This design comes from an exercise in tuning for small area and a short achievable clock period on the open sky130 flow, not from production work. The RTL of this run was laid out without a check of its function. Power figures rest on the tool's default switching activity, not on a simulated workload.

`flow/config.mk`:
```
export PLATFORM = sky130hd
export DESIGN_NAME = cic_decim
export DESIGN_NICKNAME = cic_decim
export VERILOG_FILES = /design/flow/design.v
export SDC_FILE = /design/flow/constraint.sdc
export NUM_CORES = 4
export LEC_CHECK = 0
export CAP_MARGIN = 20
export CORE_MARGIN = 2
export CORE_UTILIZATION = 40
export SLEW_MARGIN = 20
```
`flow/constraint.sdc`:
```
create_clock -name core_clock -period 16.5 [get_ports {clk}]
set_input_delay 3.3000 -clock core_clock [delete_from_list [all_inputs] [get_ports {clk}]]
set_output_delay 3.3000 -clock core_clock [all_outputs]
set_load 0.01 [all_outputs]
```
`flow/design.v`:
```
module cic_decim (
    input  wire               clk,
    input  wire               rst,         
    input  wire               restart,     
    input  wire [2:0]         cfg_order,   
    input  wire [5:0]         cfg_shift,   
    input  wire [20:0]        cfg_ratio,   
    input  wire               in_valid,
    input  wire signed [23:0] in_data,
    input  wire               in_sat,
    output reg                out_valid,
    output reg  signed [23:0] out_data,
    output reg                out_sat
);
    localparam W = 88;
    wire clear = rst | restart;
    reg  [2:0]  order;
    reg  [5:0]  shift;
    reg  [20:0] ratio;
    reg  [22:0] span;       
    always @(posedge clk) begin
        if (clear) begin
            order <= cfg_order;
            shift <= cfg_shift;
            ratio <= cfg_ratio;
            span  <= {20'd0, cfg_order} * ({2'd0, cfg_ratio} - 23'd1);
        end
    end
    reg  [W-1:0] integ1, integ2, integ3, integ4, integ5;
    wire [W-1:0] x_ext = {{(W-24){in_data[23]}}, in_data};
    wire [W-1:0] sum1 = integ1 + x_ext;
    wire [W-1:0] sum2 = integ2 + sum1;
    wire [W-1:0] sum3 = integ3 + sum2;
    wire [W-1:0] sum4 = integ4 + sum3;
    wire [W-1:0] sum5 = integ5 + sum4;
    reg  [W-1:0] tap;
    always @(*) begin
        case (order)
            3'd1:    tap = sum1;
            3'd2:    tap = sum2;
            3'd3:    tap = sum3;
            3'd4:    tap = sum4;
            default: tap = sum5;
        endcase
    end
    always @(posedge clk) begin
        if (clear) begin
            integ1 <= {W{1'b0}};
            integ2 <= {W{1'b0}};
            integ3 <= {W{1'b0}};
            integ4 <= {W{1'b0}};
            integ5 <= {W{1'b0}};
        end else if (in_valid) begin
            integ1 <= sum1;
            integ2 <= sum2;
            integ3 <= sum3;
            integ4 <= sum4;
            integ5 <= sum5;
        end
    end
    reg  [20:0] phase;      
    reg         sat_seen;   
    reg  [22:0] sat_age;    
    wire last_in = (phase == ratio - 21'd1);
    wire win_sat = in_sat | (sat_seen && (sat_age < span));
    always @(posedge clk) begin
        if (clear) begin
            phase    <= 21'd0;
            sat_seen <= 1'b0;
            sat_age  <= 23'd0;
        end else if (in_valid) begin
            phase <= last_in ? 21'd0 : phase + 21'd1;
            if (in_sat) begin
                sat_seen <= 1'b1;
                sat_age  <= 23'd0;
            end else if (sat_age != 23'h7fffff) begin
                sat_age  <= sat_age + 23'd1;
            end
        end
    end
    reg          d_valid;
    reg  [W-1:0] d_val;
    reg          d_sat;
    reg  [2:0]   d_order;
    reg  [5:0]   d_shift;
    reg          d_bypass;
    wire bypass = (ratio == 21'd1);
    always @(posedge clk) begin
        if (rst) begin
            d_valid <= 1'b0;
        end else begin
            d_valid <= in_valid && last_in;
            if (in_valid && last_in) begin
                d_val    <= bypass ? x_ext : tap;
                d_sat    <= win_sat;
                d_order  <= order;
                d_shift  <= shift;
                d_bypass <= bypass;
            end
        end
    end
    reg  [W-1:0] dly1, dly2, dly3, dly4, dly5;
    wire [W-1:0] dif1 = d_val - dly1;
    wire [W-1:0] dif2 = dif1  - dly2;
    wire [W-1:0] dif3 = dif2  - dly3;
    wire [W-1:0] dif4 = dif3  - dly4;
    wire [W-1:0] dif5 = dif4  - dly5;
    reg  [W-1:0] comb;
    always @(*) begin
        case (d_order)
            3'd1:    comb = dif1;
            3'd2:    comb = dif2;
            3'd3:    comb = dif3;
            3'd4:    comb = dif4;
            default: comb = dif5;
        endcase
    end
    always @(posedge clk) begin
        if (clear) begin
            dly1 <= {W{1'b0}};
            dly2 <= {W{1'b0}};
            dly3 <= {W{1'b0}};
            dly4 <= {W{1'b0}};
            dly5 <= {W{1'b0}};
        end else if (d_valid && !d_bypass) begin
            dly1 <= d_val;
            dly2 <= dif1;
            dly3 <= dif2;
            dly4 <= dif3;
            dly5 <= dif4;
        end
    end
    reg          c_valid;
    reg  [W-1:0] c_val;
    reg          c_sat;
    reg  [5:0]   c_shift;
    reg          c_bypass;
    always @(posedge clk) begin
        if (rst) begin
            c_valid <= 1'b0;
        end else begin
            c_valid <= d_valid;
            if (d_valid) begin
                c_val    <= d_bypass ? d_val : comb;
                c_sat    <= d_sat;
                c_shift  <= d_shift;
                c_bypass <= d_bypass;
            end
        end
    end
    wire signed [W-1:0] c_signed = c_val;
    wire signed [W-1:0] q_floor  = c_signed >>> c_shift;
    wire        [W-1:0] mask     = ({W{1'b1}} << c_shift);
    wire        [W-1:0] rem      = c_val & ~mask;
    wire        [W-1:0] half     = {{(W-1){1'b0}}, 1'b1} << (c_shift - 6'd1);
    wire round_up = (c_shift != 6'd0) &&
                    ((rem > half) || ((rem == half) && q_floor[0]));
    wire signed [W-1:0] q_round  = q_floor + {{(W-1){1'b0}}, round_up};
    wire q_hi  = (q_round > $signed(88'sd8388607));
    wire q_lo  = (q_round < $signed(-88'sd8388608));
    always @(posedge clk) begin
        if (rst) begin
            out_valid <= 1'b0;
            out_data  <= 24'sd0;
            out_sat   <= 1'b0;
        end else begin
            out_valid <= c_valid;
            if (c_valid) begin
                if (c_bypass) begin
                    out_data <= c_val[23:0];
                    out_sat  <= c_sat;
                end else if (q_hi) begin
                    out_data <= 24'sh7fffff;
                    out_sat  <= 1'b1;
                end else if (q_lo) begin
                    out_data <= -24'sh800000;
                    out_sat  <= 1'b1;
                end else begin
                    out_data <= q_round[23:0];
                    out_sat  <= c_sat;
                end
            end
        end
    end
endmodule
```
`flow/run.sh`:
```
#!/bin/bash
# synth_recipe.tcl (not shown) runs the flow's synth.tcl, then flattens the netlist and writes it again
# the make line also repeats each setting of config.mk as NAME=value (left out here)
make -C /OpenROAD-flow-scripts/flow DESIGN_CONFIG=/design/flow/config.mk WORK_HOME=/design/flow/orfs CLKGATE_MAP_FILE= SYNTH_SCRIPT=/design/flow/synth_recipe.tcl finish
```
==> summary.txt <==
* Fillers at 27946
* Least-Margin Pin Slew at 1230 ps
* Post-Synthesis Cells at 14260
* CTS Buf Count at 164
* CTS tree: yes
* ANT nets after route at 0
* PnR Total Power at 14800 uW
* DR pass1 iterations at 6
* Multi-input gate area at 0.0798 mm^2
* # DRC at 0
* Number of synthesized flops with an enable pin at 248
* Initial Util at 0.402
* Most Frequent Cell on Critical Path: a21oi_1
* DR iter-0 viols at 11112
* Core area at 0.279 mm^2
* PortBufs at 84
* Ports at 85
* First-pass GRT wire length at 623000 um
* R2R depth at 67
* CTS root buf: clkbuf_16
* Critical Path Max Stage Delay at 440 ps
* Die area at 0.285 mm^2
* Status: finished clean
* Detailed placement HPWL at 316000 um
* Die width at 533 um
* Final period util at 0.955
* Layout area overhead at 16.0%
* Max clock buf depth at 4
* Slew Limit Fails at 0
* Pwr Density at 114 mW/mm^2
* Vias in the first global route at 102125
* Post-Route Skew at 67.1 ps
* Final Hold Viols at 0
* CTS hold repair buffers at 0
* Die Ht at 533 um
* Tightest Hold Check Type: flip-flop to flip-flop
* Synth cell types at 113
* Share of cells above drive strength 1 at 0.131
* Hold Path Origin: d_shift[1]$_DFFE_PP_
* R2r setup slk at 820 ps
* Avg WL per Cell at 21.7 um
* Pin count of the biggest net entering global routing at 199
* Slowest-stage cell, CP: clkdlybuf4s50_1
* Initial antenna violation count at 17
* Max Fanout on Critical Path at 4
* All-Layer GR Usage at 0.277
* Critical Path RT at 17080 ps
* Final Setup Violations at 0
* Setup crit end kind: flip-flop
* Ys Warns at 1
* GPL Wtd Cong at 0.993
* Register area share after synthesis at 0.237
* Final Critical Period at 15750 ps
* H-Tree Depth at 4
* Synth Net Count at 15337
* FF/Latch Area at 0.0265 mm^2
* VDD IR-drop max at 0.0000946 V
* Yosys reg bits at 1201
* R2r startpoint: d_val[0]$_DFFE_PP_
* Total Wirelength at 411000 um
* Sink Count at 1201
* Syn Std Cell Area at 0.112 mm^2
* Later-pin clock latency in the skew report at 860 ps
* Crit path DAT at 16330 ps
* Async SR Flop Fraction at 0
* Vias per cell at 5.78
* Hold Path Sink: c_shift[1]$_DFFE_PP_
* CTS clk-pin slew, worst paths at 60 ps
* Total negative slack at 0 ps
* Primary FF master, synth: dfxtp_1
* Startpoint types: input pin
* Leakage dissipation at 0.0545 uW
* Slew headroom at 0.172
* Final net count at 16175
* Achievable Freq at 0.0635 GHz
* WHS Path Cells at 0
* Vias after detailed routing at 109610
* Row count at 194
* Post-Syn Area per Cell at 7.86 um^2
* CP Class: input pin to flip-flop
* Max Cap Viol at 0
* RR Endpoint: c_val[80]$_DFFE_PP_
* GR Overflow Total at 0
* RSZ-0062 raised after global routing: true
==> metrics by stage <==
stage | utilization | setup WS [ps] | instances | instance area (um^2) | hold WS (ps)
after floorplan | - | 1080 | 14260 | 112000 | 400
after global placement | 0.446 | -615 | 18652 | 125000 | 406
final | 0.466 | 745 | 18951 | 130000 | 418
after detailed placement | 0.446 | -649 | 18652 | 125000 | 407
after CTS | 0.465 | 131 | 18943 | 130000 | 421
after global routing | 0.466 | -48.2 | 18948 | 130000 | 423
==> placed cells by master, fill, tap and decap left out, drive strengths merged, types with 146 or more instances in the layout <==
cell       n
a21o     614
o21ai    773
xnor2    616
nor2b    148
mux2i    546
nand4    186
ha       987
nor3     146
dfxtp    953
nor2    1175
xor2     379
edfxtp   248
inv      830
buf     1302
o21bai   159
mux4     187
a21oi   1514
nand2   1818
clkbuf   215
a31oi    154
nand3    266
==> registers in the layout, summed over array words and instances (netlist names), 21 cells and up <==
register	cells
span	23
integ1	88
c_val	88
dly3	88
dly2	88
dly5	88
sat_age	23
phase	21
ratio	21
integ5	88
out_data	24
integ3	88
integ4	88
dly4	88
d_val	88
dly1	88
integ2	88
==> worst max path at each step <==
stage	start	end	slack, ps	depth (start not counted)
after global routing	in_data[0]	d_val[73]$_DFFE_PP_	-50	64
after CTS	in_data[10]	d_val[84]$_DFFE_PP_	130	67
after floorplan	in_data[7]	d_val[84]$_DFFE_PP_	1080	64
final	in_data[0]	d_val[84]$_DFFE_PP_	750	67
after global placement	in_data[10]	d_val[84]$_DFFE_PP_	-620	66
after detailed placement	in_data[10]	d_val[84]$_DFFE_PP_	-650	67
==> area by class of cell <==
cell class	count	share of cell area
Antenna cell	4	0.0000769
Clock buffer	215	0.0357
Clock inverter	76	0.00517
Inverter	827	0.0239
Multi-Input combinational cell	11520	0.613
Sequential cell	1201	0.204
Tap cell	3724	0.0358
Timing Repair Buffer	1384	0.0821
==> worst max-delay path, delay by kind of cell <==
family	cells	cell delay, ps
fa+ha+maj	6	1780
compound gates	40	7200
simple gates	10	1890
buf+inv	6	1260
xor+xnor	5	900
==> Yosys cell counts (184+ instances only) <==
cell      instances  area share
nand2_1        1817       0.061
a21oi_1        1504       0.067
nor2_1         1172       0.039
ha_1            987        0.11
dfxtp_1         953        0.17
inv_1           819       0.027
o21ai_0         756       0.034
xnor2_1         616       0.048
a21o_1          614       0.041
mux2i_1         545       0.049
clkbuf_1        539       0.018
xor2_1          379       0.030
nand3_1         265       0.012
edfxtp_1        248       0.066
nand4_1         184       0.010
==> where the power goes <==
| group | internal (uW) | switching, uW |
|---|---|---|
| clock | 2110 | 1490 |
| sequential | 3250 | 112 |
| combinational | 3530 | 4320 |
| total | 8890 | 5920 |
==> cell families after synthesis <==
kind of cell,Yosys count,share of synthesized area
AO/OA/AOI/OAI,4312,0.244
XOR/XNOR,998,0.0783
adder cells (fa/ha/maj),1019,0.116
buffers and inverters,1539,0.0547
flip-flops,1201,0.237
multiplexers,796,0.0934
AND/OR/NAND/NOR,4395,0.177
==> repair_timing <==
action	CTS	global route
gates resized for setup	0	50
endpoints found under the setup margin	0	33
setup buffers	0	4
==> routing by layer <==
layer,vias up,share of wire,track usage
met5,-,0.00010,0
met4,6,0.043,0.103
met3,801,0.073,0.0328
met2,4120,0.43,0.430
met1,51504,0.46,0.392
li1,53179,-,-

re-timing with driven ports:
The flow's constraints put no driver on any port. The routed layout listed below was extracted and timed again, unchanged, in two steps. Step 1 (the two cells are an assumption about what drives the block):
set clk [get_ports {clk}]
set_driving_cell -lib_cell sky130_fd_sc_hd__clkbuf_16 $clk
set_driving_cell -lib_cell sky130_fd_sc_hd__buf_2 [delete_from_list [all_inputs] $clk]
Step 2 also shifts input and output timing later by t, the mid clock arrival at the registers, as if the neighbouring blocks saw the same clock. Slacks: ideal ports / drivers / drivers and shift; pairs: ideal ports / drivers.
t (ns): 0.916
slack for setup (ns): 0.745 / 0.815 / -0.101
worst data-port slew with drivers (ns): 0.11
pins driven straight from the clock port: 1
With both steps, setup timing fails in this run, where it was met with ideal ports. The setup slack of this run moves by +0.070 ns with the drivers and by -0.846 ns with both steps.
